What follows belongs to an exercise in optimizing a design on an open flow for small area, a short achievable clock period and few clock cycles per item; a production flow would make more cautious choices. Function was checked by simulation only, so behaviour that the tests miss may differ from the original. Power figures rest on the tool's default switching activity, not on a simulated workload.

==> flow/design.v <==
module rs_decoder (
  input  wire       clk,
  input  wire       rst,
  input  wire [7:0] cfg_n,
  input  wire [4:0] cfg_r,
  input  wire       in_valid,
  output wire       in_ready,
  input  wire [7:0] in_data,
  output wire       out_valid,
  input  wire       out_ready,
  output wire [7:0] out_data,
  output wire       out_last,
  output wire       out_err,
  output wire [3:0] out_nerr
);
  localparam integer CAP = 256;    
  function automatic [7:0] gf_mul(input [7:0] a, input [7:0] b);
    reg [7:0] p;
    reg [7:0] x;
    integer i;
    begin
      p = 8'h00;
      x = a;
      for (i = 0; i < 8; i = i + 1) begin
        if (b[i]) p = p ^ x;
        x = {x[6:0], 1'b0} ^ (x[7] ? 8'h1d : 8'h00);
      end
      gf_mul = p;
    end
  endfunction
  function automatic [7:0] gf_pow(input integer e);
    integer i, m;
    reg [7:0] v;
    begin
      m = e % 255;
      if (m < 0) m = m + 255;
      v = 8'h01;
      for (i = 0; i < m; i = i + 1)
        v = {v[6:0], 1'b0} ^ (v[7] ? 8'h1d : 8'h00);
      gf_pow = v;
    end
  endfunction
  function automatic [7:0] gf_inv(input [7:0] a);
    case (a)
      8'h00: gf_inv = 8'h00;
      8'h01: gf_inv = 8'h01;
      8'h02: gf_inv = 8'h8e;
      8'h03: gf_inv = 8'hf4;
      8'h04: gf_inv = 8'h47;
      8'h05: gf_inv = 8'ha7;
      8'h06: gf_inv = 8'h7a;
      8'h07: gf_inv = 8'hba;
      8'h08: gf_inv = 8'had;
      8'h09: gf_inv = 8'h9d;
      8'h0a: gf_inv = 8'hdd;
      8'h0b: gf_inv = 8'h98;
      8'h0c: gf_inv = 8'h3d;
      8'h0d: gf_inv = 8'haa;
      8'h0e: gf_inv = 8'h5d;
      8'h0f: gf_inv = 8'h96;
      8'h10: gf_inv = 8'hd8;
      8'h11: gf_inv = 8'h72;
      8'h12: gf_inv = 8'hc0;
      8'h13: gf_inv = 8'h58;
      8'h14: gf_inv = 8'he0;
      8'h15: gf_inv = 8'h3e;
      8'h16: gf_inv = 8'h4c;
      8'h17: gf_inv = 8'h66;
      8'h18: gf_inv = 8'h90;
      8'h19: gf_inv = 8'hde;
      8'h1a: gf_inv = 8'h55;
      8'h1b: gf_inv = 8'h80;
      8'h1c: gf_inv = 8'ha0;
      8'h1d: gf_inv = 8'h83;
      8'h1e: gf_inv = 8'h4b;
      8'h1f: gf_inv = 8'h2a;
      8'h20: gf_inv = 8'h6c;
      8'h21: gf_inv = 8'hed;
      8'h22: gf_inv = 8'h39;
      8'h23: gf_inv = 8'h51;
      8'h24: gf_inv = 8'h60;
      8'h25: gf_inv = 8'h56;
      8'h26: gf_inv = 8'h2c;
      8'h27: gf_inv = 8'h8a;
      8'h28: gf_inv = 8'h70;
      8'h29: gf_inv = 8'hd0;
      8'h2a: gf_inv = 8'h1f;
      8'h2b: gf_inv = 8'h4a;
      8'h2c: gf_inv = 8'h26;
      8'h2d: gf_inv = 8'h8b;
      8'h2e: gf_inv = 8'h33;
      8'h2f: gf_inv = 8'h6e;
      8'h30: gf_inv = 8'h48;
      8'h31: gf_inv = 8'h89;
      8'h32: gf_inv = 8'h6f;
      8'h33: gf_inv = 8'h2e;
      8'h34: gf_inv = 8'ha4;
      8'h35: gf_inv = 8'hc3;
      8'h36: gf_inv = 8'h40;
      8'h37: gf_inv = 8'h5e;
      8'h38: gf_inv = 8'h50;
      8'h39: gf_inv = 8'h22;
      8'h3a: gf_inv = 8'hcf;
      8'h3b: gf_inv = 8'ha9;
      8'h3c: gf_inv = 8'hab;
      8'h3d: gf_inv = 8'h0c;
      8'h3e: gf_inv = 8'h15;
      8'h3f: gf_inv = 8'he1;
      8'h40: gf_inv = 8'h36;
      8'h41: gf_inv = 8'h5f;
      8'h42: gf_inv = 8'hf8;
      8'h43: gf_inv = 8'hd5;
      8'h44: gf_inv = 8'h92;
      8'h45: gf_inv = 8'h4e;
      8'h46: gf_inv = 8'ha6;
      8'h47: gf_inv = 8'h04;
      8'h48: gf_inv = 8'h30;
      8'h49: gf_inv = 8'h88;
      8'h4a: gf_inv = 8'h2b;
      8'h4b: gf_inv = 8'h1e;
      8'h4c: gf_inv = 8'h16;
      8'h4d: gf_inv = 8'h67;
      8'h4e: gf_inv = 8'h45;
      8'h4f: gf_inv = 8'h93;
      8'h50: gf_inv = 8'h38;
      8'h51: gf_inv = 8'h23;
      8'h52: gf_inv = 8'h68;
      8'h53: gf_inv = 8'h8c;
      8'h54: gf_inv = 8'h81;
      8'h55: gf_inv = 8'h1a;
      8'h56: gf_inv = 8'h25;
      8'h57: gf_inv = 8'h61;
      8'h58: gf_inv = 8'h13;
      8'h59: gf_inv = 8'hc1;
      8'h5a: gf_inv = 8'hcb;
      8'h5b: gf_inv = 8'h63;
      8'h5c: gf_inv = 8'h97;
      8'h5d: gf_inv = 8'h0e;
      8'h5e: gf_inv = 8'h37;
      8'h5f: gf_inv = 8'h41;
      8'h60: gf_inv = 8'h24;
      8'h61: gf_inv = 8'h57;
      8'h62: gf_inv = 8'hca;
      8'h63: gf_inv = 8'h5b;
      8'h64: gf_inv = 8'hb9;
      8'h65: gf_inv = 8'hc4;
      8'h66: gf_inv = 8'h17;
      8'h67: gf_inv = 8'h4d;
      8'h68: gf_inv = 8'h52;
      8'h69: gf_inv = 8'h8d;
      8'h6a: gf_inv = 8'hef;
      8'h6b: gf_inv = 8'hb3;
      8'h6c: gf_inv = 8'h20;
      8'h6d: gf_inv = 8'hec;
      8'h6e: gf_inv = 8'h2f;
      8'h6f: gf_inv = 8'h32;
      8'h70: gf_inv = 8'h28;
      8'h71: gf_inv = 8'hd1;
      8'h72: gf_inv = 8'h11;
      8'h73: gf_inv = 8'hd9;
      8'h74: gf_inv = 8'he9;
      8'h75: gf_inv = 8'hfb;
      8'h76: gf_inv = 8'hda;
      8'h77: gf_inv = 8'h79;
      8'h78: gf_inv = 8'hdb;
      8'h79: gf_inv = 8'h77;
      8'h7a: gf_inv = 8'h06;
      8'h7b: gf_inv = 8'hbb;
      8'h7c: gf_inv = 8'h84;
      8'h7d: gf_inv = 8'hcd;
      8'h7e: gf_inv = 8'hfe;
      8'h7f: gf_inv = 8'hfc;
      8'h80: gf_inv = 8'h1b;
      8'h81: gf_inv = 8'h54;
      8'h82: gf_inv = 8'ha1;
      8'h83: gf_inv = 8'h1d;
      8'h84: gf_inv = 8'h7c;
      8'h85: gf_inv = 8'hcc;
      8'h86: gf_inv = 8'he4;
      8'h87: gf_inv = 8'hb0;
      8'h88: gf_inv = 8'h49;
      8'h89: gf_inv = 8'h31;
      8'h8a: gf_inv = 8'h27;
      8'h8b: gf_inv = 8'h2d;
      8'h8c: gf_inv = 8'h53;
      8'h8d: gf_inv = 8'h69;
      8'h8e: gf_inv = 8'h02;
      8'h8f: gf_inv = 8'hf5;
      8'h90: gf_inv = 8'h18;
      8'h91: gf_inv = 8'hdf;
      8'h92: gf_inv = 8'h44;
      8'h93: gf_inv = 8'h4f;
      8'h94: gf_inv = 8'h9b;
      8'h95: gf_inv = 8'hbc;
      8'h96: gf_inv = 8'h0f;
      8'h97: gf_inv = 8'h5c;
      8'h98: gf_inv = 8'h0b;
      8'h99: gf_inv = 8'hdc;
      8'h9a: gf_inv = 8'hbd;
      8'h9b: gf_inv = 8'h94;
      8'h9c: gf_inv = 8'hac;
      8'h9d: gf_inv = 8'h09;
      8'h9e: gf_inv = 8'hc7;
      8'h9f: gf_inv = 8'ha2;
      8'ha0: gf_inv = 8'h1c;
      8'ha1: gf_inv = 8'h82;
      8'ha2: gf_inv = 8'h9f;
      8'ha3: gf_inv = 8'hc6;
      8'ha4: gf_inv = 8'h34;
      8'ha5: gf_inv = 8'hc2;
      8'ha6: gf_inv = 8'h46;
      8'ha7: gf_inv = 8'h05;
      8'ha8: gf_inv = 8'hce;
      8'ha9: gf_inv = 8'h3b;
      8'haa: gf_inv = 8'h0d;
      8'hab: gf_inv = 8'h3c;
      8'hac: gf_inv = 8'h9c;
      8'had: gf_inv = 8'h08;
      8'hae: gf_inv = 8'hbe;
      8'haf: gf_inv = 8'hb7;
      8'hb0: gf_inv = 8'h87;
      8'hb1: gf_inv = 8'he5;
      8'hb2: gf_inv = 8'hee;
      8'hb3: gf_inv = 8'h6b;
      8'hb4: gf_inv = 8'heb;
      8'hb5: gf_inv = 8'hf2;
      8'hb6: gf_inv = 8'hbf;
      8'hb7: gf_inv = 8'haf;
      8'hb8: gf_inv = 8'hc5;
      8'hb9: gf_inv = 8'h64;
      8'hba: gf_inv = 8'h07;
      8'hbb: gf_inv = 8'h7b;
      8'hbc: gf_inv = 8'h95;
      8'hbd: gf_inv = 8'h9a;
      8'hbe: gf_inv = 8'hae;
      8'hbf: gf_inv = 8'hb6;
      8'hc0: gf_inv = 8'h12;
      8'hc1: gf_inv = 8'h59;
      8'hc2: gf_inv = 8'ha5;
      8'hc3: gf_inv = 8'h35;
      8'hc4: gf_inv = 8'h65;
      8'hc5: gf_inv = 8'hb8;
      8'hc6: gf_inv = 8'ha3;
      8'hc7: gf_inv = 8'h9e;
      8'hc8: gf_inv = 8'hd2;
      8'hc9: gf_inv = 8'hf7;
      8'hca: gf_inv = 8'h62;
      8'hcb: gf_inv = 8'h5a;
      8'hcc: gf_inv = 8'h85;
      8'hcd: gf_inv = 8'h7d;
      8'hce: gf_inv = 8'ha8;
      8'hcf: gf_inv = 8'h3a;
      8'hd0: gf_inv = 8'h29;
      8'hd1: gf_inv = 8'h71;
      8'hd2: gf_inv = 8'hc8;
      8'hd3: gf_inv = 8'hf6;
      8'hd4: gf_inv = 8'hf9;
      8'hd5: gf_inv = 8'h43;
      8'hd6: gf_inv = 8'hd7;
      8'hd7: gf_inv = 8'hd6;
      8'hd8: gf_inv = 8'h10;
      8'hd9: gf_inv = 8'h73;
      8'hda: gf_inv = 8'h76;
      8'hdb: gf_inv = 8'h78;
      8'hdc: gf_inv = 8'h99;
      8'hdd: gf_inv = 8'h0a;
      8'hde: gf_inv = 8'h19;
      8'hdf: gf_inv = 8'h91;
      8'he0: gf_inv = 8'h14;
      8'he1: gf_inv = 8'h3f;
      8'he2: gf_inv = 8'he6;
      8'he3: gf_inv = 8'hf0;
      8'he4: gf_inv = 8'h86;
      8'he5: gf_inv = 8'hb1;
      8'he6: gf_inv = 8'he2;
      8'he7: gf_inv = 8'hf1;
      8'he8: gf_inv = 8'hfa;
      8'he9: gf_inv = 8'h74;
      8'hea: gf_inv = 8'hf3;
      8'heb: gf_inv = 8'hb4;
      8'hec: gf_inv = 8'h6d;
      8'hed: gf_inv = 8'h21;
      8'hee: gf_inv = 8'hb2;
      8'hef: gf_inv = 8'h6a;
      8'hf0: gf_inv = 8'he3;
      8'hf1: gf_inv = 8'he7;
      8'hf2: gf_inv = 8'hb5;
      8'hf3: gf_inv = 8'hea;
      8'hf4: gf_inv = 8'h03;
      8'hf5: gf_inv = 8'h8f;
      8'hf6: gf_inv = 8'hd3;
      8'hf7: gf_inv = 8'hc9;
      8'hf8: gf_inv = 8'h42;
      8'hf9: gf_inv = 8'hd4;
      8'hfa: gf_inv = 8'he8;
      8'hfb: gf_inv = 8'h75;
      8'hfc: gf_inv = 8'h7f;
      8'hfd: gf_inv = 8'hff;
      8'hfe: gf_inv = 8'h7e;
      8'hff: gf_inv = 8'hfd;
      default: gf_inv = 8'h00;
    endcase
  endfunction
  integer i, j;
  reg        in_ready_r;
  assign in_ready = in_ready_r;
  wire       in_fire = in_valid & in_ready_r;
  reg  [7:0] icnt;           
  reg  [7:0] in_n;
  reg  [4:0] in_r;
  reg        in_last_nx;     
  reg        in_msg_nx;      
  wire [7:0] in_k = in_n - {3'd0, in_r};
  reg        d1_v, d1_first, d1_last, d1_msg;
  reg  [7:0] d1_data;
  always @(posedge clk) begin
    d1_data <= in_data;
    if (rst) begin
      icnt  <= 8'd0;
      d1_v  <= 1'b0;
      in_last_nx <= 1'b0;
      in_msg_nx  <= 1'b1;
    end else begin
      d1_v <= in_fire;
      if (in_fire) begin
        d1_first <= (icnt == 8'd0);
        d1_last  <= (icnt != 8'd0) && in_last_nx;
        d1_msg   <= (icnt == 8'd0) || in_msg_nx;
        if (icnt == 8'd0) begin
          in_n <= cfg_n;
          in_r <= cfg_r;
          icnt <= 8'd1;
          in_last_nx <= 1'b0;
          in_msg_nx  <= 1'b1;
        end else begin
          icnt <= in_last_nx ? 8'd0 : icnt + 8'd1;
          in_last_nx <= (icnt + 8'd2 == in_n);
          in_msg_nx  <= (icnt + 8'd1 < in_k);
        end
      end
    end
  end
  reg [8*CAP-1:0] mbuf;
  reg [8:0]       occ;
  reg [7:0]       rtap;
  wire            buf_wr = d1_v & d1_msg;
  wire            buf_rd;                     
  wire [7:0]      buf_q = mbuf[rtap*8 +: 8];
  always @(posedge clk)
    if (buf_wr) mbuf <= {mbuf[8*CAP-9:0], d1_data};
  wire [8:0] occ_nx = occ + {8'd0, buf_wr} - {8'd0, buf_rd};
  always @(posedge clk) begin
    if (rst) begin
      occ  <= 9'd0;
      rtap <= 8'hff;
    end else begin
      occ  <= occ_nx;
      rtap <= occ_nx[7:0] - 8'd1;
    end
  end
  reg [7:0] acc [0:15];
  reg       syn_full;                  
  reg [7:0] syn_n;
  reg [4:0] syn_r;
  wire      bm_take;
  always @(posedge clk) begin
    if (d1_v)
      for (i = 0; i < 16; i = i + 1)
        acc[i] <= (d1_first ? 8'h00 : gf_mul(acc[i], gf_pow(i))) ^ d1_data;
    if (d1_v && d1_last) begin
      syn_n <= in_n;
      syn_r <= in_r;
    end
    if (rst) syn_full <= 1'b0;
    else if (d1_v && d1_last) syn_full <= 1'b1;
    else if (bm_take) syn_full <= 1'b0;
  end
  localparam [2:0] B_IDLE = 3'd0, B_A = 3'd1, B_B = 3'd2, B_C = 3'd3,
                   B_ROT = 3'd4, B_OMG = 3'd5;
  reg  [2:0] bst;
  reg  [7:0] sr  [0:15];    
  reg  [7:0] lam [1:8];     
  reg  [7:0] bh  [1:8];     
  reg  [7:0] dd;            
  reg  [7:0] dinv;
  reg  [4:0] bl;            
  reg  [4:0] bn;            
  reg  [3:0] boff;          
  reg  [7:0] b_n;
  reg  [4:0] b_r;
  reg        b_zero;        
  wire [3:0] b_t = b_r[4:1];
  assign bm_take = (bst == B_IDLE) && syn_full;
  reg acc_zero;
  always @* begin
    acc_zero = 1'b1;
    for (i = 0; i < 16; i = i + 1)
      if (acc[i] != 8'h00) acc_zero = 1'b0;
  end
  wire chien_idle;
  wire bm_xfer;             
  wire       ph_dot = (bst == B_A) || (bst == B_OMG);
  wire [7:0] bc     = (bst == B_C) ? dinv : dd;
  reg  [7:0] prod [1:8];
  reg  [7:0] dot;
  always @* begin
    dot = sr[0];
    for (j = 1; j <= 8; j = j + 1) begin
      prod[j] = gf_mul(ph_dot ? lam[j] : bc,
                       ph_dot ? ((bst == B_OMG && j > bn) ? 8'h00 : sr[j]) : bh[j]);
      dot = dot ^ prod[j];
    end
  end
  wire       b_repl  = (dd != 8'h00) && ({bl, 1'b0} <= {1'b0, bn});
  wire       b_lastn = (bn == b_r - 5'd1);
  wire       b_rot   = (bst == B_B && !b_repl) || (bst == B_C) || (bst == B_OMG) ||
                       (bst == B_ROT && boff != 4'd0 && !b_zero && !b_bad);
  wire       b_bad   = (bl > {1'b0, b_t});
  always @(posedge clk) begin
    if (bm_take) begin
      sr[0] <= acc[0];
      for (i = 1; i < 16; i = i + 1)
        sr[i] <= acc[16 - i];
    end else if (b_rot) begin
      sr[0] <= sr[15];
      for (i = 1; i < 16; i = i + 1)
        sr[i] <= sr[i - 1];
    end
  end
  always @(posedge clk) begin
    if (rst) begin
      bst <= B_IDLE;
    end else begin
      case (bst)
        B_IDLE: if (syn_full) begin
          b_n  <= syn_n;
          b_r  <= syn_r;
          bn   <= 5'd0;
          bl   <= 5'd0;
          boff <= 4'd0;
          for (i = 1; i <= 8; i = i + 1) begin
            lam[i] <= 8'h00;
            bh[i]  <= (i == 1) ? 8'h01 : 8'h00;
          end
          b_zero <= acc_zero;
          bst <= acc_zero ? B_ROT : B_A;
        end
        B_A: begin
          dd  <= dot;
          bst <= B_B;
        end
        B_B: begin
          for (i = 1; i <= 8; i = i + 1)
            lam[i] <= lam[i] ^ prod[i];
          dinv <= gf_inv(dd);
          if (b_repl) begin
            bh[1] <= 8'h01;
            for (i = 2; i <= 8; i = i + 1)
              bh[i] <= lam[i - 1];
            bl  <= bn + 5'd1 - bl;
            bst <= B_C;
          end else begin
            bh[1] <= 8'h00;
            for (i = 2; i <= 8; i = i + 1)
              bh[i] <= bh[i - 1];
            boff <= boff + 4'd1;
            bn   <= bn + 5'd1;
            bst  <= b_lastn ? B_ROT : B_A;
          end
        end
        B_C: begin
          for (i = 1; i <= 8; i = i + 1)
            bh[i] <= prod[i];
          boff <= boff + 4'd1;
          bn   <= bn + 5'd1;
          bst  <= b_lastn ? B_ROT : B_A;
        end
        B_ROT: begin
          if (boff != 4'd0 && !b_zero && !b_bad)
            boff <= boff + 4'd1;
          else if (chien_idle) begin
            bn  <= 5'd0;
            bst <= (b_zero || b_bad) ? B_IDLE : B_OMG;
          end
        end
        B_OMG: begin
          bn  <= bn + 5'd1;
          if (bn == {1'b0, b_t} - 5'd1) bst <= B_IDLE;
        end
        default: bst <= B_IDLE;
      endcase
    end
  end
  assign bm_xfer = (bst == B_ROT) && (boff == 4'd0 || b_zero || b_bad) && chien_idle;
  localparam [1:0] C_IDLE = 2'd0, C_FILL = 2'd1, C_SCAN = 2'd2, C_DONE = 2'd3;
  reg  [1:0] cst;
  reg  [7:0] cl [1:8];      
  reg  [7:0] co [0:7];      
  reg  [7:0] c_k;
  reg  [4:0] c_l;           
  reg  [3:0] c_t;
  reg        c_easy;        
  reg        c_ok;
  reg  [8:0] c_pos;         
  reg  [3:0] c_cnt;         
  reg  [3:0] c_hit;         
  reg        c_hv;
  reg  [2:0] c_pre;         
  wire       c_xfer;        
  assign chien_idle = (cst == C_IDLE);
  reg [7:0] lsum [0:3];
  always @* begin
    for (j = 0; j < 4; j = j + 1) begin
      lsum[j] = 8'h01;
      for (i = 1; i <= 8; i = i + 1)
        lsum[j] = lsum[j] ^ gf_mul(cl[i], gf_pow(-i * j));
    end
  end
  reg [2:0] hitsum;
  always @* begin
    hitsum = {2'b00, c_hit[0]} + {2'b00, c_hit[1]} + {2'b00, c_hit[2]} + {2'b00, c_hit[3]};
  end
  wire [4:0] cnt_add = {1'b0, c_cnt} + {2'b00, hitsum};
  wire       scan_end = c_pos[8] || (c_pos[7:0] < 8'd4);
  always @(posedge clk) begin
    if (rst) begin
      cst <= C_IDLE;
    end else begin
      case (cst)
        C_IDLE: if (bm_xfer) begin
          for (i = 1; i <= 8; i = i + 1) cl[i] <= lam[i];
          for (i = 0; i < 8; i = i + 1)  co[i] <= 8'h00;
          c_k    <= b_n - {3'd0, b_r};
          c_l    <= b_zero ? 5'd0 : bl;
          c_t    <= b_t;
          c_easy <= b_zero || b_bad;
          c_ok   <= b_zero;
          c_pos  <= {1'b0, b_n} - 9'd1;
          c_cnt  <= 4'd0;
          c_hv   <= 1'b0;
          c_hit  <= 4'd0;
          cst    <= (b_zero || b_bad) ? C_DONE : C_FILL;
        end
        C_FILL: begin
          co[bn[2:0]] <= dot;
          if (bst != B_OMG || bn == {1'b0, b_t} - 5'd1) cst <= C_SCAN;
        end
        C_SCAN: begin
          c_cnt <= cnt_add[3:0];
          if (!c_hv) begin
            for (i = 1; i <= 8; i = i + 1) cl[i] <= gf_mul(cl[i], gf_pow(-4 * i));
            for (i = 1; i < 8; i = i + 1)  co[i] <= gf_mul(co[i], gf_pow(-4 * i));
            for (j = 0; j < 4; j = j + 1)
              c_hit[j] <= (lsum[j] == 8'h00) && (!c_pos[8] && c_pos[7:0] >= j);
            c_pos <= c_pos - 9'd4;
            if (scan_end) begin
              c_hv  <= 1'b1;
              c_pre <= 3'd4 - {1'b0, c_pos[1:0]};
            end
          end else begin
            c_ok <= (c_l <= {1'b0, c_t}) && (cnt_add == c_l);
            cst  <= C_DONE;
          end
        end
        C_DONE: if (c_xfer) cst <= C_IDLE;
        default: cst <= C_IDLE;
      endcase
    end
  end
  reg  [7:0] ol [1:8];
  reg  [7:0] oo [0:7];
  reg        o_act;
  reg  [7:0] o_k;           
  reg        o_ok;
  reg  [3:0] o_nerr;
  reg  [2:0] o_pre;
  reg        o_fix;         
  reg        s1_v, s1_last, s1_fix, s1_zero;
  reg  [7:0] s1_d, s1_odd, s1_om;
  reg        s1_err;
  reg  [3:0] s1_nerr;
  reg        s2_v, s2_last, s2_fix;
  reg  [7:0] s2_d, s2_inv, s2_om;
  reg        s2_err;
  reg  [3:0] s2_nerr;
  reg  [2:0] f_cnt;         
  wire       o_pop;
  assign c_xfer = (cst == C_DONE) && (!o_act);
  wire o_issue = o_act && (o_pre == 3'd0) &&
                 ({1'b0, f_cnt} + {3'd0, s1_v} + {3'd0, s2_v} <= 4'd3);
  assign buf_rd = o_issue;
  wire o_step  = o_act && ((o_pre != 3'd0) || o_issue);
  reg [7:0] o_lsum, o_lodd, o_osum;
  always @* begin
    o_lsum = 8'h01;
    o_lodd = 8'h00;
    o_osum = oo[0];
    for (i = 1; i <= 8; i = i + 1) begin
      o_lsum = o_lsum ^ ol[i];
      if (i % 2 == 1) o_lodd = o_lodd ^ ol[i];
    end
    for (i = 1; i < 8; i = i + 1)
      o_osum = o_osum ^ oo[i];
  end
  always @(posedge clk) begin
    if (c_xfer) begin
      for (i = 1; i <= 8; i = i + 1) ol[i] <= cl[i];
      for (i = 0; i < 8; i = i + 1)  oo[i] <= co[i];
    end else if (o_step) begin
      for (i = 1; i <= 8; i = i + 1) ol[i] <= gf_mul(ol[i], gf_pow(i));
      for (i = 1; i < 8; i = i + 1)  oo[i] <= gf_mul(oo[i], gf_pow(i));
    end
  end
  always @(posedge clk) begin
    if (rst) begin
      o_act <= 1'b0;
      s1_v  <= 1'b0;
      s2_v  <= 1'b0;
    end else begin
      if (c_xfer) begin
        o_act  <= 1'b1;
        o_k    <= c_k;
        o_ok   <= c_ok;
        o_nerr <= c_ok ? c_l[3:0] : 4'd0;
        o_fix  <= c_ok && !c_easy;
        o_pre  <= (c_ok && !c_easy) ? c_pre : 3'd0;
      end else if (o_act) begin
        if (o_pre != 3'd0) o_pre <= o_pre - 3'd1;
        if (o_issue) begin
          o_k <= o_k - 8'd1;
          if (o_k == 8'd1) o_act <= 1'b0;
        end
      end
      s1_v <= o_issue;
      s2_v <= s1_v;
    end
    s1_d    <= buf_q;
    s1_last <= (o_k == 8'd1);
    s1_fix  <= o_fix;
    s1_zero <= (o_lsum == 8'h00);
    s1_odd  <= o_lodd;
    s1_om   <= o_osum;
    s1_err  <= !o_ok;
    s1_nerr <= o_nerr;
    s2_d    <= s1_d;
    s2_last <= s1_last;
    s2_fix  <= s1_fix && s1_zero;
    s2_inv  <= gf_inv(s1_odd);
    s2_om   <= s1_om;
    s2_err  <= s1_err;
    s2_nerr <= s1_nerr;
  end
  wire [7:0]  s2_out = s2_d ^ (s2_fix ? gf_mul(s2_om, s2_inv) : 8'h00);
  wire [13:0] s2_ent = {s2_nerr, s2_err, s2_last, s2_out};
  reg [13:0] fq [0:3];
  reg        fv;
  assign o_pop     = fv && out_ready;
  assign out_valid = fv;
  assign out_data  = fq[0][7:0];
  assign out_last  = fq[0][8];
  assign out_err   = fq[0][9];
  assign out_nerr  = fq[0][13:10];
  wire [2:0] f_after = f_cnt - {2'b00, o_pop};
  always @(posedge clk) begin
    for (i = 0; i < 4; i = i + 1) begin
      if (s2_v && f_after == i[2:0])
        fq[i] <= s2_ent;
      else if (o_pop && i < 3)
        fq[i] <= fq[i + 1];
    end
    if (rst) begin
      f_cnt <= 3'd0;
      fv    <= 1'b0;
    end else begin
      f_cnt <= f_after + {2'b00, s2_v};
      fv    <= (f_after + {2'b00, s2_v}) != 3'd0;
    end
  end
  wire [7:0] icnt_nx = !in_fire ? icnt :
                       (icnt == 8'd0) ? 8'd1 :
                       in_last_nx ? 8'd0 : icnt + 8'd1;
  always @(posedge clk) begin
    if (rst)
      in_ready_r <= 1'b0;
    else
      in_ready_r <= (occ_nx <= CAP - 2) &&
                    (icnt_nx != 8'd0 ||
                     (bst == B_IDLE && !syn_full) ||
                     (bm_xfer && (b_zero || b_bad)) ||
                     (bst == B_OMG && bn == {1'b0, b_t} - 5'd1));
  end
endmodule
==> flow/run.sh <==
#!/bin/bash
# synth_recipe.tcl (not shown) runs the flow's synth.tcl, then flattens the netlist and writes it again
# the make line also repeats each setting of config.mk as NAME=value (left out here)
make -C /OpenROAD-flow-scripts/flow DESIGN_CONFIG=/design/flow/config.mk WORK_HOME=/design/flow/orfs CLKGATE_MAP_FILE= SYNTH_SCRIPT=/design/flow/synth_recipe.tcl finish
==> flow/config.mk <==
export PLATFORM = sky130hd
export DESIGN_NAME = rs_decoder
export DESIGN_NICKNAME = rs_decoder
export VERILOG_FILES = /design/flow/design.v
export SDC_FILE = /design/flow/constraint.sdc
export NUM_CORES = 4
export LEC_CHECK = 0
export CAP_MARGIN = 20
export CORE_MARGIN = 2
export CORE_UTILIZATION = 40
export SLEW_MARGIN = 20
export SYNTH_MEMORY_MAX_BITS = 4096
==> flow/constraint.sdc <==
create_clock -name core_clock -period 10.0 [get_ports {clk}]
set_input_delay 2.0000 -clock core_clock [delete_from_list [all_inputs] [get_ports {clk}]]
set_output_delay 2.0000 -clock core_clock [all_outputs]
set_load 0.01 [all_outputs]
==> Implementation_results.wiki, run 1 <==
{| class="wikitable"
! Metric !! Value
|-
| Clock Sinks || 2987
|-
| Static leakage || ~48 nW
|-
| Iteration count of the initial detailed-routing pass || 10
|-
| Cell breakdown of the critical path || buf_4, nor2b_4, buf_4, a221oi_1, buf_4, xnor2_1, xnor3_1, nor2_1, xnor3_1, xnor2_1, xor2_1, xnor3_1, xnor2_2, o22ai_1
|-
| Layout overhead on the synthesized area || 10.5%
|-
| Worst path slowest cell || sky130_fd_sc_hd__xnor2_2
|-
| Maximum clock insertion buffer count || 4
|-
| Req. time, crit path || 10.59 ns
|-
| Fill count || 32700
|-
| Endpoint kind of the worst setup timing path || flop
|-
| Storage cell area || 0.0886 mm^2
|-
| DIE AREA || 0.375 mm^2
|-
| Mean instance size in the synthesized netlist || 14.2 um^2
|-
| Detail-routed via count per cell || 5.55
|-
| Pin count of the biggest net entering global routing || 201
|-
| Leading cell types by total area after synthesis || sky130_fd_sc_hd__edfxtp_1 (58%), sky130_fd_sc_hd__mux4_2 (11%), sky130_fd_sc_hd__xnor2_1 (8.5%), sky130_fd_sc_hd__xor2_1 (3.7%), sky130_fd_sc_hd__nand2_1 (2.4%)
|-
| Share of final-layout standard cells stronger than drive strength 1 || 0.143
|-
| Met2 Use GR || 0.302
|-
| Commonest cells in the synthesized netlist || sky130_fd_sc_hd__edfxtp_1 (2874), sky130_fd_sc_hd__xnor2_1 (1437), sky130_fd_sc_hd__nand2_1 (941)
|-
| Global route total overflow || 0
|-
| Combined buffer and inverter count along the critical path || 3
|-
| Max-cap violation count || 0
|-
| Maximum frequency from static timing analysis || 153 MHz
|-
| Crit-path leading delay family || XOR/XNOR gates
|-
| PostCTS Resize Cnt || 0
|-
| Post-synthesis instance total || 10500
|-
| Number of nets with antenna violations after routing || 0
|-
| Final hold slack || 0.325 ns
|-
| Fraction of the yosys area taken by sequential cells || 0.598
|-
| Final routed DRC violation total || 0
|-
| Flip-flop and latch count after synthesis || 2987
|-
| Total Routing Usage GR || 0.199
|-
| Vias after detailed routing || around 86000
|-
| Distinct cell type count of the synthesized netlist || 102
|-
| NumNets Final || around 10000
|-
| TritonCTS clock tree || done
|-
| Fraction of met1 tracks used by global routing || 0.297
|-
| Cell Area, Synth || 0.148 mm^2
|-
| Post-layout min period || 6.52 ns
|-
| Starting DRC count in detailed routing || 9611
|-
| Crit-path max FO || 45
|-
| Design Area, Final || between 0.15 and 0.2 mm^2
|-
| Dominant synthesized flop cell || sky130_fd_sc_hd__edfxtp_1
|-
| Routed wire length || 382000 um
|-
| Via count of the first global-routing pass || 86300
|-
| Antenna violations before repair || 19
|-
| Port Buffers || 40
|-
| Share of the synthesized area in the top cell type || 0.582
|-
| Post-layout instance count excluding filler cells || 15500
|-
| Met3 capacity usage during global routing || 0.0291
|-
| Critical path launch point type || flop
|-
| Ys async rst share || 0
|-
| Final setup violation count || 0
|-
| Placed inst area || ~0.15 mm^2
|-
| Worst slew margin || 0.249
|-
| Vert. Die Dim || 613 um
|-
| Post-Syn Nets || roughly 11000
|-
| Initial core utilization || 0.402
|-
| Busiest layer in global routing || met2
|-
| Status || finished clean
|-
| Clock buffers created by TritonCTS || 321
|-
| Worst Tran Pin Value || roughly 1.1 ns
|-
| CTS Hold Bufs || 0
|-
| Routed wire length per instance || 24.6 um
|-
| FF-to-FF setup slack || 3.48 ns
|-
| Most repeated cell in the gate-level netlist after synthesis || sky130_fd_sc_hd__edfxtp_1
|-
| Fin crit share || 0.652
|-
| Routability congestion estimate from global placement || 0.945
|-
| I/O pins || 41
|-
| Insertion delay of the later-clocked pin in the worst-skew pair || 0.91 ns
|-
| Footprint of the multi-input gates || around 0.057 mm^2
|-
| Dpl cells || 14900
|-
| Worst IR Drop VDD || 1.11 mV
|-
| Worst Clk Skew || 0.0719 ns
|-
| Clock slew seen by the registers of the worst setup and hold paths || 0.07 ns
|-
| Hold Crit Class || flop to flop
|-
| Yosys Warn Count || 11
|-
| CORE AREA || 0.369 mm^2
|-
| Number of hold violations in the final report || 0
|-
| Estimated wirelength of the detail-placed design || 249000 um
|-
| Data arrival at the endpoint of the critical path || 7.11 ns
|-
| Total number of H-tree levels || 5
|-
| Number of enable-type register cells in the synthesized netlist || 2874
|-
| CTS root buf || sky130_fd_sc_hd__clkbuf_16
|-
| Crit path largest cell delay || 0.70 ns
|-
| Area leader, netlist || sky130_fd_sc_hd__edfxtp_1
|-
| RSZ-0062 raised after global routing || false
|-
| Sum Neg Setup Slack || 0 ns
|-
| Buffers inserted by post-CTS timing repair || 0
|-
| Pins Over Slew Limit || 0
|-
| Horizontal die dimension || 613 um
|-
| Path type of the worst setup path || flop to flop
|-
| Power density cells || 297 mW/mm^2
|-
| Placement Rows || 223
|-
| Wire length of the first global-routing pass || 574000 um
|}
==> registers in the layout, summed over array words and instances (netlist names), 56 cells and up <==
name  flops
bh       64
mbuf   2048
fq       56
oo       64
sr      128
acc     128
lam      64
ol       64
cl       64
co       64
==> placed cells by master, fill, tap and decap left out, types with 39 or more instances in the layout <==
cell | synthesis | routed
sky130_fd_sc_hd__edfxtp_1 | 2874 | 2874
sky130_fd_sc_hd__xnor2_1 | 1437 | 1437
sky130_fd_sc_hd__nand2_1 | 941 | 937
sky130_fd_sc_hd__nor2_1 | 879 | 878
sky130_fd_sc_hd__mux4_2 | 693 | 693
sky130_fd_sc_hd__xor2_1 | 631 | 631
sky130_fd_sc_hd__a21oi_1 | 349 | 346
sky130_fd_sc_hd__clkbuf_16 | 0 | 328
sky130_fd_sc_hd__o21ai_0 | 315 | 315
sky130_fd_sc_hd__inv_1 | 143 | 141
sky130_fd_sc_hd__buf_4 | 11 | 129
sky130_fd_sc_hd__ha_1 | 111 | 110
sky130_fd_sc_hd__o22ai_1 | 106 | 106
sky130_fd_sc_hd__mux2i_1 | 99 | 99
sky130_fd_sc_hd__dfxtp_1 | 113 | 99
sky130_fd_sc_hd__nand3_1 | 94 | 94
sky130_fd_sc_hd__nor3_1 | 94 | 90
sky130_fd_sc_hd__mux2_2 | 73 | 73
sky130_fd_sc_hd__clkinv_1 | 5 | 66
sky130_fd_sc_hd__nand2b_1 | 67 | 66
sky130_fd_sc_hd__clkinv_2 | 0 | 63
sky130_fd_sc_hd__clkbuf_1 | 496 | 53
sky130_fd_sc_hd__nor2b_1 | 50 | 50
sky130_fd_sc_hd__xnor3_1 | 50 | 50
sky130_fd_sc_hd__o211ai_1 | 49 | 49
sky130_fd_sc_hd__a211oi_1 | 47 | 47
sky130_fd_sc_hd__nor4_1 | 44 | 44
sky130_fd_sc_hd__a31oi_1 | 44 | 43
sky130_fd_sc_hd__clkdlybuf4s50_1 | 0 | 39
==> cell type report <==
class,instances,area share
Multi-Input combinational cell,6654,0.345
Clock inverter,184,0.0100
Timing Repair Buffer,188,0.0106
Sequential cell,2987,0.541
Tap cell,4950,0.0378
Inverter,148,0.00342
Clock buffer,393,0.0523
Antenna cell,2,0.0000305
==> logic make-up (layout without fill, tap and decap cells) <==
logic type / count (synthesis) / count (layout) / synth area share
DFF: 2987 / 2987 / 0.598
and+or+nand+nor: 2333 / 2333 / 0.0671
xor gates and xnor gates: 2137 / 2137 / 0.132
AOI/OAI and AO/OA: 1201 / 1201 / 0.0531
muxes: 865 / 865 / 0.118
buffers and inverters: 815 / 913 / 0.0221
adders and majority gates: 118 / 118 / 0.0103
other: 0 / 2 / 0
==> through the flow <==
step                      setup slack [ns]  total power [mW]  utilization
after CTS                             3.53              48.7        0.444
after global placement                3.72              37.0        0.416
after detailed placement              3.59              36.9        0.416
final                                 3.48              48.7        0.444
after global routing                  3.24              50.8        0.444
after floorplan                     -22.12              37.8            -
==> path summary, 6_finish.rpt <==
kind / from / to / depth (start not counted)
setup reg to reg: bst[0] / co[4][4] / 14
setup / recovery: bst[0] / co[4][4] / 14
hold / removal: s1_om[5] / s2_om[5] / 0
hold reg to reg: s1_om[5] / s2_om[5] / 0
==> power by group <==
part	switching, mW	internal [mW]
Combinational	13.8	8.09
Sequential	0.649	14.6
Clock	4.96	6.73
Total	19.4	29.4
==> metal layers <==
layer / part of all wire / vias to the layer above / routed length, um
li1: - / 38300 / -
met1: 0.46 / 44300 / 174000
met2: 0.45 / 2863 / 172000
met3: 0.062 / 657 / 23800
met4: 0.032 / 6 / 12200
met5: 0.00010 / - / 40
Testbench counts, summed over its fixed seeds: cycles 43,663, items 256.
==> inputs of run 2 (changes only) <==
--- a/flow/design.v
+++ b/flow/design.v
@@ -15,4 +15,5 @@
 );
   localparam integer CAP = 256;    
+  localparam integer PL  = 8;      
   function automatic [7:0] gf_mul(input [7:0] a, input [7:0] b);
     reg [7:0] p;
@@ -303,4 +304,8 @@
   endfunction
   integer i, j;
+  reg rst_q;
+  always @(posedge clk) rst_q <= rst;
+  wire rs  = rst_q;             
+  wire rsf = rst | rst_q;       
   reg        in_ready_r;
   assign in_ready = in_ready_r;
@@ -312,15 +317,17 @@
   reg        in_msg_nx;      
   wire [7:0] in_k = in_n - {3'd0, in_r};
-  reg        d1_v, d1_first, d1_last, d1_msg;
+  reg        d1_v, d1_first, d1_last, d1_msg, d1_w;
   reg  [7:0] d1_data;
   always @(posedge clk) begin
     d1_data <= in_data;
-    if (rst) begin
+    if (rs) begin
       icnt  <= 8'd0;
       d1_v  <= 1'b0;
+      d1_w  <= 1'b0;
       in_last_nx <= 1'b0;
       in_msg_nx  <= 1'b1;
     end else begin
       d1_v <= in_fire;
+      d1_w <= in_fire && ((icnt == 8'd0) || in_msg_nx);
       if (in_fire) begin
         d1_first <= (icnt == 8'd0);
@@ -341,20 +348,29 @@
     end
   end
-  reg [8*CAP-1:0] mbuf;
-  reg [8:0]       occ;
-  reg [7:0]       rtap;
-  wire            buf_wr = d1_v & d1_msg;
-  wire            buf_rd;                     
-  wire [7:0]      buf_q = mbuf[rtap*8 +: 8];
+  reg [CAP-1:0] mbuf [0:7];
+  reg [8:0]     occ;
+  reg [7:0]     rtap [0:7];
+  wire          buf_wr = d1_w;
+  wire          buf_rd;                     
+  reg  [7:0]    buf_q;
   always @(posedge clk)
-    if (buf_wr) mbuf <= {mbuf[8*CAP-9:0], d1_data};
+    if (buf_wr)
+      for (i = 0; i < 8; i = i + 1)
+        mbuf[i] <= {mbuf[i][CAP-2:0], d1_data[i]};
+  always @* begin
+    for (i = 0; i < 8; i = i + 1)
+      buf_q[i] = mbuf[i][rtap[i]];
+  end
   wire [8:0] occ_nx = occ + {8'd0, buf_wr} - {8'd0, buf_rd};
+  wire [7:0] tap_d  = (buf_wr & ~buf_rd) ? 8'h01 : (~buf_wr & buf_rd) ? 8'hff : 8'h00;
   always @(posedge clk) begin
-    if (rst) begin
-      occ  <= 9'd0;
-      rtap <= 8'hff;
+    if (rs) begin
+      occ <= 9'd0;
+      for (i = 0; i < 8; i = i + 1)
+        rtap[i] <= 8'hff;
     end else begin
-      occ  <= occ_nx;
-      rtap <= occ_nx[7:0] - 8'd1;
+      occ <= occ_nx;
+      for (i = 0; i < 8; i = i + 1)
+        rtap[i] <= rtap[i] + tap_d;
     end
   end
@@ -364,24 +380,40 @@
   reg [4:0] syn_r;
   wire      bm_take;
+  reg [7:0] acc_nx [0:15];
+  reg       acc_zero;                  
+  reg       acc_zero_nx;
+  always @* begin
+    acc_zero_nx = 1'b1;
+    for (i = 0; i < 16; i = i + 1) begin
+      acc_nx[i] = (d1_first ? 8'h00 : gf_mul(acc[i], gf_pow(i))) ^ d1_data;
+      if (acc_nx[i] != 8'h00) acc_zero_nx = 1'b0;
+    end
+  end
   always @(posedge clk) begin
-    if (d1_v)
+    if (d1_v) begin
       for (i = 0; i < 16; i = i + 1)
-        acc[i] <= (d1_first ? 8'h00 : gf_mul(acc[i], gf_pow(i))) ^ d1_data;
+        acc[i] <= acc_nx[i];
+      acc_zero <= acc_zero_nx;
+    end
     if (d1_v && d1_last) begin
       syn_n <= in_n;
       syn_r <= in_r;
     end
-    if (rst) syn_full <= 1'b0;
+    if (rs) syn_full <= 1'b0;
     else if (d1_v && d1_last) syn_full <= 1'b1;
     else if (bm_take) syn_full <= 1'b0;
   end
-  localparam [2:0] B_IDLE = 3'd0, B_A = 3'd1, B_B = 3'd2, B_C = 3'd3,
-                   B_ROT = 3'd4, B_OMG = 3'd5;
+  localparam [2:0] B_IDLE = 3'd0, B_A1 = 3'd1, B_A2 = 3'd2, B_B1 = 3'd3,
+                   B_B2 = 3'd4, B_ROT = 3'd5, B_OMG = 3'd6;
   reg  [2:0] bst;
   reg  [7:0] sr  [0:15];    
   reg  [7:0] lam [1:8];     
   reg  [7:0] bh  [1:8];     
+  reg  [7:0] pr  [1:8];     
+  reg  [7:0] s0r;           
   reg  [7:0] dd;            
   reg  [7:0] dinv;
+  reg        repl;          
+  reg        lastit;        
   reg  [4:0] bl;            
   reg  [4:0] bn;            
@@ -389,32 +421,45 @@
   reg  [7:0] b_n;
   reg  [4:0] b_r;
+  reg  [4:0] b_rm1;         
   reg        b_zero;        
+  reg  [8:1] m_ls;          
+  reg        m_bd;          
+  reg        m_li;          
   wire [3:0] b_t = b_r[4:1];
   assign bm_take = (bst == B_IDLE) && syn_full;
-  reg acc_zero;
-  always @* begin
-    acc_zero = 1'b1;
-    for (i = 0; i < 16; i = i + 1)
-      if (acc[i] != 8'h00) acc_zero = 1'b0;
-  end
   wire chien_idle;
   wire bm_xfer;             
-  wire       ph_dot = (bst == B_A) || (bst == B_OMG);
-  wire [7:0] bc     = (bst == B_C) ? dinv : dd;
-  reg  [7:0] prod [1:8];
-  reg  [7:0] dot;
+  reg  [7:0] mprod [1:8];
+  reg  [7:0] psum;
   always @* begin
-    dot = sr[0];
+    psum = s0r;
     for (j = 1; j <= 8; j = j + 1) begin
-      prod[j] = gf_mul(ph_dot ? lam[j] : bc,
-                       ph_dot ? ((bst == B_OMG && j > bn) ? 8'h00 : sr[j]) : bh[j]);
-      dot = dot ^ prod[j];
+      mprod[j] = gf_mul((lam[j] & {8{m_ls[j] | m_li}}) | (bh[j] & {8{m_bd}}),
+                        (sr[j] & {8{m_ls[j]}}) | (dd & {8{m_bd}}) | (dinv & {8{m_li}}));
+      psum = psum ^ pr[j];
     end
   end
-  wire       b_repl  = (dd != 8'h00) && ({bl, 1'b0} <= {1'b0, bn});
-  wire       b_lastn = (bn == b_r - 5'd1);
-  wire       b_rot   = (bst == B_B && !b_repl) || (bst == B_C) || (bst == B_OMG) ||
-                       (bst == B_ROT && boff != 4'd0 && !b_zero && !b_bad);
-  wire       b_bad   = (bl > {1'b0, b_t});
+  wire b_easy  = b_zero || (bl > {1'b0, b_t});
+  wire dz      = (dd == 8'h00);
+  wire om_last = (bst == B_OMG) && (bn == {1'b0, b_t});
+  wire om_v    = (bst == B_OMG) && (bn != 5'd0);    
+  wire b_rot   = (bst == B_A2) ||
+                 (bst == B_OMG && !om_last) ||
+                 (bst == B_ROT && boff != 4'd0 && !b_easy);
+  assign bm_xfer = (bst == B_ROT) && (boff == 4'd0 || b_easy) && chien_idle;
+  reg [2:0] bst_nx;
+  always @* begin
+    bst_nx = bst;
+    case (bst)
+      B_IDLE: if (syn_full) bst_nx = acc_zero ? B_ROT : B_A1;
+      B_A1:   bst_nx = B_A2;
+      B_A2:   bst_nx = B_B1;
+      B_B1:   bst_nx = !dz ? B_B2 : (lastit ? B_ROT : B_A1);
+      B_B2:   bst_nx = lastit ? B_ROT : B_A1;
+      B_ROT:  if (bm_xfer) bst_nx = b_easy ? B_IDLE : B_OMG;
+      B_OMG:  if (om_last) bst_nx = B_IDLE;
+      default: bst_nx = B_IDLE;
+    endcase
+  end
   always @(posedge clk) begin
     if (bm_take) begin
@@ -429,14 +474,28 @@
   end
   always @(posedge clk) begin
-    if (rst) begin
-      bst <= B_IDLE;
+    for (j = 1; j <= 8; j = j + 1)
+      pr[j] <= mprod[j];
+    s0r  <= sr[0];
+    dinv <= gf_inv(dd);
+    if (rs) begin
+      bst  <= B_IDLE;
+      m_ls <= 8'h00;
+      m_bd <= 1'b0;
+      m_li <= 1'b0;
     end else begin
+      bst  <= bst_nx;
+      m_bd <= (bst_nx == B_B1);
+      m_li <= (bst_nx == B_B2) && repl;
+      for (j = 1; j <= 8; j = j + 1)
+        m_ls[j] <= (bst_nx == B_A1) ||
+                   (bst_nx == B_OMG && bst == B_OMG && j <= bn + 5'd1);
       case (bst)
         B_IDLE: if (syn_full) begin
-          b_n  <= syn_n;
-          b_r  <= syn_r;
-          bn   <= 5'd0;
-          bl   <= 5'd0;
-          boff <= 4'd0;
+          b_n   <= syn_n;
+          b_r   <= syn_r;
+          b_rm1 <= syn_r - 5'd1;
+          bn    <= 5'd0;
+          bl    <= 5'd0;
+          boff  <= 4'd0;
           for (i = 1; i <= 8; i = i + 1) begin
             lam[i] <= 8'h00;
@@ -444,53 +503,45 @@
           end
           b_zero <= acc_zero;
-          bst <= acc_zero ? B_ROT : B_A;
         end
-        B_A: begin
-          dd  <= dot;
-          bst <= B_B;
+        B_A2: begin
+          dd     <= psum;
+          repl   <= ({bl, 1'b0} <= {1'b0, bn});
+          lastit <= (bn == b_rm1);
+          boff   <= boff + 4'd1;
+          bn     <= bn + 5'd1;
         end
-        B_B: begin
+        B_B1: begin
+          if (dz) begin
+            bh[1] <= 8'h00;
+            for (i = 2; i <= 8; i = i + 1)
+              bh[i] <= bh[i - 1];
+          end
+        end
+        B_B2: begin
           for (i = 1; i <= 8; i = i + 1)
-            lam[i] <= lam[i] ^ prod[i];
-          dinv <= gf_inv(dd);
-          if (b_repl) begin
-            bh[1] <= 8'h01;
+            lam[i] <= lam[i] ^ pr[i];
+          if (repl) begin
+            bh[1] <= dinv;
             for (i = 2; i <= 8; i = i + 1)
-              bh[i] <= lam[i - 1];
-            bl  <= bn + 5'd1 - bl;
-            bst <= B_C;
+              bh[i] <= mprod[i - 1];
+            bl <= bn - bl;
           end else begin
             bh[1] <= 8'h00;
             for (i = 2; i <= 8; i = i + 1)
               bh[i] <= bh[i - 1];
-            boff <= boff + 4'd1;
-            bn   <= bn + 5'd1;
-            bst  <= b_lastn ? B_ROT : B_A;
           end
         end
-        B_C: begin
-          for (i = 1; i <= 8; i = i + 1)
-            bh[i] <= prod[i];
-          boff <= boff + 4'd1;
-          bn   <= bn + 5'd1;
-          bst  <= b_lastn ? B_ROT : B_A;
-        end
         B_ROT: begin
-          if (boff != 4'd0 && !b_zero && !b_bad)
+          if (boff != 4'd0 && !b_easy)
             boff <= boff + 4'd1;
-          else if (chien_idle) begin
-            bn  <= 5'd0;
-            bst <= (b_zero || b_bad) ? B_IDLE : B_OMG;
-          end
+          bn <= 5'd0;
         end
         B_OMG: begin
-          bn  <= bn + 5'd1;
-          if (bn == {1'b0, b_t} - 5'd1) bst <= B_IDLE;
+          bn <= bn + 5'd1;
         end
-        default: bst <= B_IDLE;
+        default: ;
       endcase
     end
   end
-  assign bm_xfer = (bst == B_ROT) && (boff == 4'd0 || b_zero || b_bad) && chien_idle;
   localparam [1:0] C_IDLE = 2'd0, C_FILL = 2'd1, C_SCAN = 2'd2, C_DONE = 2'd3;
   reg  [1:0] cst;
@@ -504,12 +555,15 @@
   reg  [8:0] c_pos;         
   reg  [3:0] c_cnt;         
-  reg  [3:0] c_hit;         
-  reg        c_hv;
-  reg  [2:0] c_pre;         
+  reg  [7:0] c_ls [0:PL-1];   
+  reg        c_lv;          
+  reg  [PL-1:0] c_lm;       
+  reg  [PL-1:0] c_hit;      
+  reg        c_end1, c_end2;
+  reg  [3:0] c_pre;         
   wire       c_xfer;        
   assign chien_idle = (cst == C_IDLE);
-  reg [7:0] lsum [0:3];
+  reg [7:0] lsum [0:PL-1];
   always @* begin
-    for (j = 0; j < 4; j = j + 1) begin
+    for (j = 0; j < PL; j = j + 1) begin
       lsum[j] = 8'h01;
       for (i = 1; i <= 8; i = i + 1)
@@ -517,12 +571,18 @@
     end
   end
-  reg [2:0] hitsum;
+  reg [3:0] hitsum;
   always @* begin
-    hitsum = {2'b00, c_hit[0]} + {2'b00, c_hit[1]} + {2'b00, c_hit[2]} + {2'b00, c_hit[3]};
+    hitsum = 4'd0;
+    for (j = 0; j < PL; j = j + 1)
+      hitsum = hitsum + {3'd0, c_hit[j]};
   end
-  wire [4:0] cnt_add = {1'b0, c_cnt} + {2'b00, hitsum};
-  wire       scan_end = c_pos[8] || (c_pos[7:0] < 8'd4);
+  wire [4:0] cnt_add  = {1'b0, c_cnt} + {1'b0, hitsum};
+  wire       scan_end = c_pos[8] || (c_pos[7:0] < PL);
   always @(posedge clk) begin
-    if (rst) begin
+    for (j = 0; j < PL; j = j + 1)
+      c_ls[j] <= lsum[j];
+    for (j = 0; j < PL; j = j + 1)
+      c_hit[j] <= c_lv && (c_ls[j] == 8'h00) && c_lm[j];
+    if (rs) begin
       cst <= C_IDLE;
     end else begin
@@ -534,34 +594,46 @@
           c_l    <= b_zero ? 5'd0 : bl;
           c_t    <= b_t;
-          c_easy <= b_zero || b_bad;
+          c_easy <= b_easy;
           c_ok   <= b_zero;
           c_pos  <= {1'b0, b_n} - 9'd1;
           c_cnt  <= 4'd0;
-          c_hv   <= 1'b0;
-          c_hit  <= 4'd0;
-          cst    <= (b_zero || b_bad) ? C_DONE : C_FILL;
+          c_lv   <= 1'b0;
+          c_end1 <= 1'b0;
+          c_end2 <= 1'b0;
+          c_pre  <= 4'd0;
+          cst    <= b_easy ? C_DONE : C_FILL;
         end
         C_FILL: begin
-          co[bn[2:0]] <= dot;
-          if (bst != B_OMG || bn == {1'b0, b_t} - 5'd1) cst <= C_SCAN;
+          if (om_v) co[bn[2:0] - 3'd1] <= psum;
+          if (om_last) cst <= C_SCAN;
         end
         C_SCAN: begin
+          c_lv  <= !c_end1;
           c_cnt <= cnt_add[3:0];
-          if (!c_hv) begin
-            for (i = 1; i <= 8; i = i + 1) cl[i] <= gf_mul(cl[i], gf_pow(-4 * i));
-            for (i = 1; i < 8; i = i + 1)  co[i] <= gf_mul(co[i], gf_pow(-4 * i));
-            for (j = 0; j < 4; j = j + 1)
-              c_hit[j] <= (lsum[j] == 8'h00) && (!c_pos[8] && c_pos[7:0] >= j);
-            c_pos <= c_pos - 9'd4;
+          if (!c_end1) begin
+            for (i = 1; i <= 8; i = i + 1) cl[i] <= gf_mul(cl[i], gf_pow(-PL * i));
+            for (i = 1; i < 8; i = i + 1)  co[i] <= gf_mul(co[i], gf_pow(-PL * i));
+            for (j = 0; j < PL; j = j + 1)
+              c_lm[j] <= !c_pos[8] && (c_pos[7:0] >= j);
+            c_pos <= c_pos - PL;
             if (scan_end) begin
-              c_hv  <= 1'b1;
-              c_pre <= 3'd4 - {1'b0, c_pos[1:0]};
+              c_end1 <= 1'b1;
+              c_pre  <= PL - c_pos[3:0];
             end
-          end else begin
+          end
+          c_end2 <= c_end1;
+          if (c_end2) begin
             c_ok <= (c_l <= {1'b0, c_t}) && (cnt_add == c_l);
             cst  <= C_DONE;
           end
         end
-        C_DONE: if (c_xfer) cst <= C_IDLE;
+        C_DONE: begin
+          if (c_xfer) cst <= C_IDLE;
+          else if (c_pre != 4'd0) begin
+            for (i = 1; i <= 8; i = i + 1) cl[i] <= gf_mul(cl[i], gf_pow(i));
+            for (i = 1; i < 8; i = i + 1)  co[i] <= gf_mul(co[i], gf_pow(i));
+            c_pre <= c_pre - 4'd1;
+          end
+        end
         default: cst <= C_IDLE;
       endcase
@@ -572,8 +644,11 @@
   reg        o_act;
   reg  [7:0] o_k;           
+  reg        o_k1;          
   reg        o_ok;
   reg  [3:0] o_nerr;
-  reg  [2:0] o_pre;
+  reg  [3:0] o_pre;
+  reg        o_pz;          
   reg        o_fix;         
+  reg        o_iss;         
   reg        s1_v, s1_last, s1_fix, s1_zero;
   reg  [7:0] s1_d, s1_odd, s1_om;
@@ -586,9 +661,8 @@
   reg  [2:0] f_cnt;         
   wire       o_pop;
-  assign c_xfer = (cst == C_DONE) && (!o_act);
-  wire o_issue = o_act && (o_pre == 3'd0) &&
-                 ({1'b0, f_cnt} + {3'd0, s1_v} + {3'd0, s2_v} <= 4'd3);
+  wire o_issue = o_iss;
   assign buf_rd = o_issue;
-  wire o_step  = o_act && ((o_pre != 3'd0) || o_issue);
+  wire o_step  = o_act && (!o_pz || o_issue);
+  assign c_xfer = (cst == C_DONE) && (!o_act || (o_issue && o_k1));
   reg [7:0] o_lsum, o_lodd, o_osum;
   always @* begin
@@ -612,22 +686,39 @@
     end
   end
+  reg o_act_nx, o_pz_nx;
+  always @* begin
+    o_act_nx = o_act;
+    o_pz_nx  = o_pz;
+    if (c_xfer) begin
+      o_act_nx = 1'b1;
+      o_pz_nx  = !(c_ok && !c_easy) || c_pre == 4'd0;
+    end else if (o_act) begin
+      if (!o_pz) o_pz_nx = (o_pre == 4'd1);
+      if (o_issue && o_k1) o_act_nx = 1'b0;
+    end
+  end
+  wire [3:0] o_inflight = {1'b0, f_cnt} + {3'd0, s2_v} + {3'd0, s1_v} + {3'd0, o_issue};
   always @(posedge clk) begin
-    if (rst) begin
+    if (rs) begin
       o_act <= 1'b0;
+      o_iss <= 1'b0;
       s1_v  <= 1'b0;
       s2_v  <= 1'b0;
     end else begin
+      o_act <= o_act_nx;
+      o_pz  <= o_pz_nx;
+      o_iss <= o_act_nx && o_pz_nx && ((o_inflight - {3'd0, o_pop}) <= 4'd3);
       if (c_xfer) begin
-        o_act  <= 1'b1;
         o_k    <= c_k;
+        o_k1   <= 1'b0;
         o_ok   <= c_ok;
         o_nerr <= c_ok ? c_l[3:0] : 4'd0;
         o_fix  <= c_ok && !c_easy;
-        o_pre  <= (c_ok && !c_easy) ? c_pre : 3'd0;
+        o_pre  <= (c_ok && !c_easy) ? c_pre : 4'd0;
       end else if (o_act) begin
-        if (o_pre != 3'd0) o_pre <= o_pre - 3'd1;
+        if (!o_pz) o_pre <= o_pre - 4'd1;
         if (o_issue) begin
-          o_k <= o_k - 8'd1;
-          if (o_k == 8'd1) o_act <= 1'b0;
+          o_k  <= o_k - 8'd1;
+          o_k1 <= (o_k == 8'd2);
         end
       end
@@ -636,5 +727,5 @@
     end
     s1_d    <= buf_q;
-    s1_last <= (o_k == 8'd1);
+    s1_last <= o_k1;
     s1_fix  <= o_fix;
     s1_zero <= (o_lsum == 8'h00);
@@ -661,32 +752,32 @@
   assign out_err   = fq[0][9];
   assign out_nerr  = fq[0][13:10];
-  wire [2:0] f_after = f_cnt - {2'b00, o_pop};
-  always @(posedge clk) begin
+  reg [13:0] fq_pop [0:3];
+  reg [13:0] fq_hold [0:3];
+  always @* begin
     for (i = 0; i < 4; i = i + 1) begin
-      if (s2_v && f_after == i[2:0])
-        fq[i] <= s2_ent;
-      else if (o_pop && i < 3)
-        fq[i] <= fq[i + 1];
+      fq_hold[i] = (s2_v && f_cnt == i) ? s2_ent : fq[i];
+      fq_pop[i]  = (s2_v && (f_cnt == i + 1 || (f_cnt == 3'd0 && i == 0))) ? s2_ent :
+                   ((i < 3) ? fq[(i + 1) % 4] : fq[i]);
     end
-    if (rst) begin
+  end
+  always @(posedge clk) begin
+    for (i = 0; i < 4; i = i + 1)
+      fq[i] <= out_ready ? fq_pop[i] : fq_hold[i];
+    if (rsf)
+      fv <= 1'b0;
+    else
+      fv <= o_pop ? (f_cnt + {2'b00, s2_v} != 3'd1) : (f_cnt != 3'd0 || s2_v);
+    if (rs)
       f_cnt <= 3'd0;
-      fv    <= 1'b0;
-    end else begin
-      f_cnt <= f_after + {2'b00, s2_v};
-      fv    <= (f_after + {2'b00, s2_v}) != 3'd0;
-    end
+    else
+      f_cnt <= f_cnt + {2'b00, s2_v} - {2'b00, o_pop};
   end
-  wire [7:0] icnt_nx = !in_fire ? icnt :
-                       (icnt == 8'd0) ? 8'd1 :
-                       in_last_nx ? 8'd0 : icnt + 8'd1;
+  wire       next_first = in_fire ? (icnt != 8'd0 && in_last_nx) : (icnt == 8'd0);
+  wire       bm_idle_nx = (bst_nx == B_IDLE) && !(bst == B_IDLE && syn_full);
   always @(posedge clk) begin
-    if (rst)
+    if (rsf)
       in_ready_r <= 1'b0;
     else
-      in_ready_r <= (occ_nx <= CAP - 2) &&
-                    (icnt_nx != 8'd0 ||
-                     (bst == B_IDLE && !syn_full) ||
-                     (bm_xfer && (b_zero || b_bad)) ||
-                     (bst == B_OMG && bn == {1'b0, b_t} - 5'd1));
+      in_ready_r <= (occ <= CAP - 3) && (!next_first || bm_idle_nx);
   end
 endmodule
==> Implementation_results.wiki, run 2 <==
{| class="wikitable"
! Metric !! Value
|-
| Status || finished clean
|-
| Leading cell types by total area after synthesis || sky130_fd_sc_hd__edfxtp_1 (54%), sky130_fd_sc_hd__xnor2_1 (10%), sky130_fd_sc_hd__mux4_2 (9.7%), sky130_fd_sc_hd__dfxtp_1 (4.3%), sky130_fd_sc_hd__xor2_1 (4.1%)
|-
| Req. time, crit path || 10.54 ns
|-
| I/O pins || between 40 and 50
|-
| Flip-flop and latch count after synthesis || 3217
|-
| Crit-path max FO || 198
|-
| Worst Tran Pin Value || 1.18 ns
|-
| Maximum frequency from static timing analysis || roughly 210 MHz
|-
| Antenna violations before repair || 18
|-
| Launching element of the worst setup path || d1_w
|-
| Iteration count of the initial detailed-routing pass || 6
|-
| Worst setup slack after placement || 5.02 ns
|-
| Worst IR Drop VDD || 0.187 mV
|-
| Detail-routed via count per cell || 5.51
|-
| CTS root buf || sky130_fd_sc_hd__clkbuf_16
|-
| Maximum clock insertion buffer count || 4
|-
| Register with the most flip-flops || mbuf
|-
| Distinct cell type count of the synthesized netlist || 89
|-
| RSZ-0062 raised after global routing || false
|-
| Number of nets with antenna violations after routing || 0
|-
| Total number of H-tree levels || 5
|-
| Buffers inserted by post-CTS timing repair || 0
|-
| Biggest regs || mbuf (2048), acc (128), sr (128)
|-
| Number of enable-type register cells in the synthesized netlist || 2869
|-
| Vert. Die Dim || 638 um
|-
| Starting DRC count in detailed routing || 9827
|-
| Utilization of the core after routing || 0.446
|-
| Most repeated cell in the gate-level netlist after synthesis || sky130_fd_sc_hd__edfxtp_1
|-
| Max-cap violation count || 0
|-
| Placement Rows || 232
|-
| Most common library cell in the layout ignoring fill and taps || sky130_fd_sc_hd__edfxtp_1
|-
| Endpoint kind of the worst setup timing path || flop
|-
| Most frequent cells in the layout || sky130_fd_sc_hd__edfxtp_1 (2869), sky130_fd_sc_hd__xnor2_1 (1878), sky130_fd_sc_hd__nand2_1 (1231)
|-
| Share of the synthesized area in the top cell type || 0.536
|-
| TritonCTS clock tree || done
|-
| Layout overhead on the synthesized area || 10.9%
|-
| Ys async rst share || 0
|-
| Clock slew seen by the registers of the worst setup and hold paths || approximately 0.06 ns
|-
| Insertion delay of the later-clocked pin in the worst-skew pair || 0.93 ns
|-
| Power, Total || 40.4 mW
|-
| Path type of the worst setup path || flop to flop
|-
| Power density cells || 227 mW/mm^2
|-
| Area leader, netlist || sky130_fd_sc_hd__edfxtp_1
|-
| Fraction of the yosys area taken by sequential cells || 0.579
|-
| Global route total overflow || 0
|-
| Dpl cells || 16600
|-
| Port Buffers || 40
|-
| CORE AREA || 0.400 mm^2
|-
| Cell Area, Synth || 0.161 mm^2
|-
| Post-layout instance count excluding filler cells || 17200
|-
| Final setup violation count || 0
|-
| Wire length of the first global-routing pass || 636000 um
|-
| HP Start || s1_om[3]
|-
| CTS Hold Bufs || 0
|-
| Estimated wirelength of the detail-placed design || 287000 um
|-
| Post-layout min period || 4.77 ns
|-
| Vias after detailed routing || 94800
|-
| Routed wire length || around 430000 um
|-
| Yosys Warn Count || 18
|-
| Flip-flop count of the largest register after layout || between 2000 and 2500
|-
| Share of final-layout standard cells stronger than drive strength 1 || 0.140
|-
| Sum Neg Setup Slack || 0 ns
|-
| Routed wire length per instance || 24.7 um
|-
| Dominant synthesized flop cell || sky130_fd_sc_hd__edfxtp_1
|-
| Initial core utilization || 0.402
|-
| Pins Over Slew Limit || 0
|-
| Worst reg2reg path startpoint || d1_w
|-
| Number of hold violations in the final report || 0
|-
| Pin count of the biggest net entering global routing || around 210
|-
| Static leakage || 52.8 nW
|-
| Final routed DRC violation total || 0
|-
| Mean instance size in the synthesized netlist || 13.7 um^2
|-
| Routability congestion estimate from global placement || 0.978
|-
| Placed inst area || about 0.17 mm^2
|-
| Worst slew margin || 0.213
|-
| Post-route worst setup slack || 5.23 ns
|-
| Horizontal die dimension || 638 um
|-
| Critical path launch point type || flop
|-
| Fin crit share || 0.477
|-
| Worst Clk Skew || 0.0571 ns
|-
| Post-Syn Nets || roughly 12000
|-
| Data arrival at the endpoint of the critical path || 5.31 ns
|-
| Clock Sinks || 3217
|-
| Clock buffers created by TritonCTS || 347
|-
| DIE AREA || roughly 0.4 mm^2
|-
| NumNets Final || 11900
|-
| Total Routing Usage GR || 0.204
|-
| Final hold slack || 0.326 ns
|-
| Commonest cells in the synthesized netlist || sky130_fd_sc_hd__edfxtp_1 (2869), sky130_fd_sc_hd__xnor2_1 (1886), sky130_fd_sc_hd__nand2_1 (1234)
|-
| Via count of the first global-routing pass || 95100
|-
| Design Area, Final || 0.178 mm^2
|-
| Post-synthesis instance total || 11700
|-
| PostCTS Resize Cnt || 0
|-
| Hold Crit Class || flop to flop
|}
[run 2: cell count changes after synthesis, sizes merged, moves of 84 or more]
cell	change
nor2	-120
xor2	+147
dfxtp	+235
xnor2	+479
a22oi	+97
a22o	+84
nand2	+293
[run 2: critical path: stages, from the launching register on]
cell and delay (ns):
sky130_fd_sc_hd__dfxtp_4 0.77, sky130_fd_sc_hd__buf_12 0.74, sky130_fd_sc_hd__buf_4 0.85, sky130_fd_sc_hd__buf_4 0.90
sky130_fd_sc_hd__buf_4 0.94
[run 2: cell type report]
| cell class | instances | area (um^2) |
|---|---|---|
| Timing Repair Buffer | 243 | 2030 |
| Inverter | 172 | 647 |
| Tap cell | 5265 | 6590 |
| Fill cell | 35200 | 221000 |
| Clock buffer | 440 | 9400 |
| Clock inverter | 198 | 2030 |
| Multi-Input combinational cell | 7667 | 64400 |
| Sequential cell | 3217 | 93200 |
| Antenna cell | 17 | 42.5 |
[run 2: worst paths after layout]
path	endpoint	slack, ns	depth (start not counted)
max	mbuf[7][183]	5.23	4
min	s2_om[3]	0.33	0
max reg2reg	mbuf[7][183]	5.23	4
min reg2reg	s2_om[3]	0.33	0
[run 2: cell families after synthesis]
group / Yosys count / synth area share
compound gates: 1442 / 0.0599
simple gates: 2553 / 0.0677
buf+inv: 837 / 0.0215
mux: 755 / 0.101
fa+ha+maj: 198 / 0.0163
xor+xnor: 2719 / 0.154
flops: 3217 / 0.579
[run 2: routing by layer]
metal  GRT usage  vias to the layer above  share of wire
met3      0.0287                      669          0.056
li1            -                    42600              -
met1       0.292                    48500           0.45
met2       0.322                     3045           0.46
met4      0.0629                        4          0.034
met5           0                        -       0.000068
[run 2: power by group]
group / leakage [nW] / internal (mW) / total, mW / switching, mW
logic: 23.9 / 4.93 / 11.6 / 6.63
registers: 23.2 / 15.3 / 15.9 / 0.692
clock network: 5.59 / 7.43 / 12.9 / 5.51
Testbench counts of run 2, summed over its fixed seeds: cycles 42,793, items 256.

-- afterwards: timing with drivers on the ports --
In the flow no input, the clock included, has a driving cell. The finished layouts below were timed again as built, in two steps. Step 1 sets driving cells, clkbuf_16 on the clock port and buf_2 on the other inputs (assumed; they add their load-dependent delay and slew). Step 2 adds t to the input delays and takes it off the output delays; t is the mean of the earliest and latest rising clock arrival at the registers after step 1. Input paths then give back, and output paths get back, about the clock's delay inside the block. a / b / c = ideal / step 1 / step 2; a / b = the first two.
run | t, ns | setup WS [ns] | worst data-port slew with drivers (ns) | cell pins on the clock port's net
run 1 | 0.974 | 3.476 / 3.476 / 3.476 | 0.08 | 1
run 2 | 1.018 | 5.234 / 5.234 / 5.193 | 0.20 | 1
After both steps every run listed still meets setup and hold. For run 2, which loses most, drivers alone change the setup slack by 0.000 ns; drivers and shift together by -0.041 ns.
